Source: an optimization exercise on an open RTL-to-GDS flow (aim: small area and a short achievable clock period). Production flows keep margins and buffers that such runs may drop.
Only simulation tests tie the RTL to the original design; equivalence was not proved.

Setup of run 1:
// easel_xu
module easel_xu (
    input  wire        clk,
    input  wire        rst,         
    input  wire        issue,
    input  wire [31:0] instr,
    input  wire [31:0] opa,         
    input  wire [31:0] opb,         
    input  wire        sat_clr,     
    output reg         w1_valid,
    output reg  [4:0]  w1_rd,
    output reg  [31:0] w1_data,
    output reg         w3_valid,
    output reg  [4:0]  w3_rd,
    output wire [31:0] w3_data,
    output reg         ill,
    output wire        sat
);
Size in the first run: about 600 flip-flops, roughly 180 I/O pins, about 0.070 mm^2 of cells after synthesis.
clock: 10.5 ns
lec_check: 0
abc_area: 1
cap_margin: 20
core_margin: 2
core_utilization: 55
setup_slack_margin: 5
slew_margin: 20
run.sh (not shown) runs the stock make flow with config.mk's settings and CLKGATE_MAP_FILE= SYNTH_SCRIPT=/design/flow/synth_recipe.tcl, a recipe that flattens the netlist after the stock synthesis.
--- input diff run 1..run 2 ---
Settings: CTS_BUF_LIST: unset -> sky130_fd_sc_hd__clkbuf_8; CTS_CLUSTER_SIZE: unset -> 25.
==> results.txt <==
- From run 1 to run 2 the numbers moved as follows: data arrival time of the critical path has increased, final worst-path setup slack fell 0.25 ns.
#### Input delta (run 3 over run 2)
Settings: CTS_BUF_LIST removed (was sky130_fd_sc_hd__clkbuf_8); SETUP_SLACK_MARGIN removed (was 5); CTS_CLUSTER_SIZE removed (was 25).
==> flow/flow/run.sh (new file) <==
#!/bin/bash
set -euo pipefail
bash standard.sh "BUFFER_PORTS_ARGS=-buffer_cell sky130_fd_sc_hd__buf_2" \
  SETUP_SLACK_MARGIN=5.5 finish > standard_make.log 2>&1
==> flow/standard.sh (new file) <==
#!/bin/bash
# synth_recipe.tcl (not shown) runs the flow's synth.tcl, then flattens the netlist and writes it again
# the make line also repeats each setting of config.mk as NAME=value (left out here)
make -C /OpenROAD-flow-scripts/flow DESIGN_CONFIG=/design/flow/config.mk WORK_HOME=/design/flow/orfs CLKGATE_MAP_FILE= SYNTH_SCRIPT=/design/flow/synth_recipe.tcl "${@:-finish}"
removed: flow/run.sh
Results
- Share of final layout cell area taken by non-clock buffers delta (run 3 -> run 2): insignificant
- After detailed routing, run 2 needs less wire than run 3.
- Worst setup slack (higher): run 3
- The run showing the smaller wire length per cell is run 2.
- Going from run 2 to run 3, finished layout cell area grows by about 1.1%.
- Global-route wire length before repair: run 3 vs run 2 up 1.5 mm
- Taking run 2 as the reference, in run 3 arrival time reported for the critical path endpoint shows a reduction of 0.33 ns, time the final worst path needs with I/O delays and setup shows a reduction of 0.33 ns.

========
== blue ==
Another version of the RTL of easel_xu (not shown whole).
Size: roughly 9500 cells after synthesis, roughly 590 flip-flops, roughly 180 I/O pins, roughly 0.070 mm^2 of cells after synthesis.
clock: 10.5 ns
lec_check: 0
abc_area: 1
cap_margin: 20
core_margin: 2
core_utilization: 50
slew_margin: 20
standard.sh (not shown) runs the stock make flow with config.mk's settings and CLKGATE_MAP_FILE= SYNTH_SCRIPT=/design/flow/synth_recipe.tcl, a recipe that flattens the netlist after the stock synthesis.
==> flow/flow/run.sh <==
#!/bin/bash
set -euo pipefail
bash standard.sh "BUFFER_PORTS_ARGS=-buffer_cell sky130_fd_sc_hd__buf_2" \
  SETUP_SLACK_MARGIN=5.75 MATCH_CELL_FOOTPRINT=0 finish > standard_make.log 2>&1
blue: all stages complete, timing, DRC and antenna checks passed
[inputs] green vs blue
==> flow/flow/run.sh <==
#!/bin/bash
set -euo pipefail
bash standard.sh "BUFFER_PORTS_ARGS=-buffer_cell sky130_fd_sc_hd__buf_2" \
  SETUP_SLACK_MARGIN=5.75 finish > standard_make.log 2>&1
## What came out
On global-route usage, green and blue are basically level.
Looking at number of cells in the finished layout apart from fillers, green sits about 0.6% lower than blue does.
Delta (green minus blue): total number of sequential cells ~0 delta.

========
easel_xu again, from the RTL that the note above started with.
export LEC_CHECK = 0
export ABC_AREA = 1
export CAP_MARGIN = 20
export CORE_MARGIN = 2
export CORE_UTILIZATION = 50
export SLEW_MARGIN = 20
create_clock -name core_clock -period 10.5 [get_ports {clk}]
==> flow/flow/run.sh <==
#!/bin/bash
set -euo pipefail
bash standard.sh "BUFFER_PORTS_ARGS=-buffer_cell sky130_fd_sc_hd__buf_2" \
  SETUP_SLACK_MARGIN=6 finish > standard_make.log 2>&1
Then changed:
==> flow/flow/run.sh (replaced) <==
#!/bin/bash
set -euo pipefail
bash standard.sh "BUFFER_PORTS_ARGS=-buffer_cell sky130_fd_sc_hd__buf_2" \
  SETUP_SLACK_MARGIN=5.5 finish > standard_make.log 2>&1
Cell area goes down by 7.8%. Worst setup slack is worse by 390 ps. Clock skew decreases by 4.1 ps. Routed wire length falls by 2.6%. Register-to-register slack got worse by 520 ps. Core utilization is lower by 4.7 points. Non-clock buffer count is lower by 231. Maximum frequency drops by 7.5%. Die area does not change.

## static timing again, ports no longer ideal
In the flow no input, the clock included, has a driving cell. The finished layouts below were timed again as built, in two steps.
Step 1: set_driving_cell puts a clkbuf_16 on clk and a buf_2 on each other input, an assumption about the parent block.
Step 2 also shifts input and output timing later by t, the mid clock arrival at the registers, as if the neighbouring blocks saw the same clock.
Slacks: no drivers / after step 1 / after step 2; pairs: no drivers / after step 1.
| run | t (ns) | slack for setup (ns) | worst hold slack (ns) |
|---|---|---|---|
| run 1 | 0.782 | 4.627 / 4.532 / 4.204 | 0.331 / 0.331 / 0.331 |
| run 2 | 0.964 | 4.380 / 4.288 / 4.107 | 0.327 / 0.327 / 0.327 |
| run 3 | 0.787 | 4.712 / 4.626 / 4.703 | 0.325 / 0.325 / 0.325 |
| blue | 0.800 | 5.649 / 5.664 / 4.864 | 0.326 / 0.326 / 0.326 |
| green | 0.781 | 5.616 / 5.616 / 4.934 | 0.277 / 0.277 / 0.277 |
| the first run of note 3 | 0.801 | 5.738 / 5.800 / 4.999 | 0.302 / 0.302 / 0.302 |
| the second run of note 3 | 0.780 | 5.350 / 5.350 / 4.730 | 0.329 / 0.329 / 0.329 |
After both steps setup and hold are still met in every run listed. For blue, which loses most, drivers alone change the setup slack by +0.015 ns; drivers and shift together by -0.785 ns.
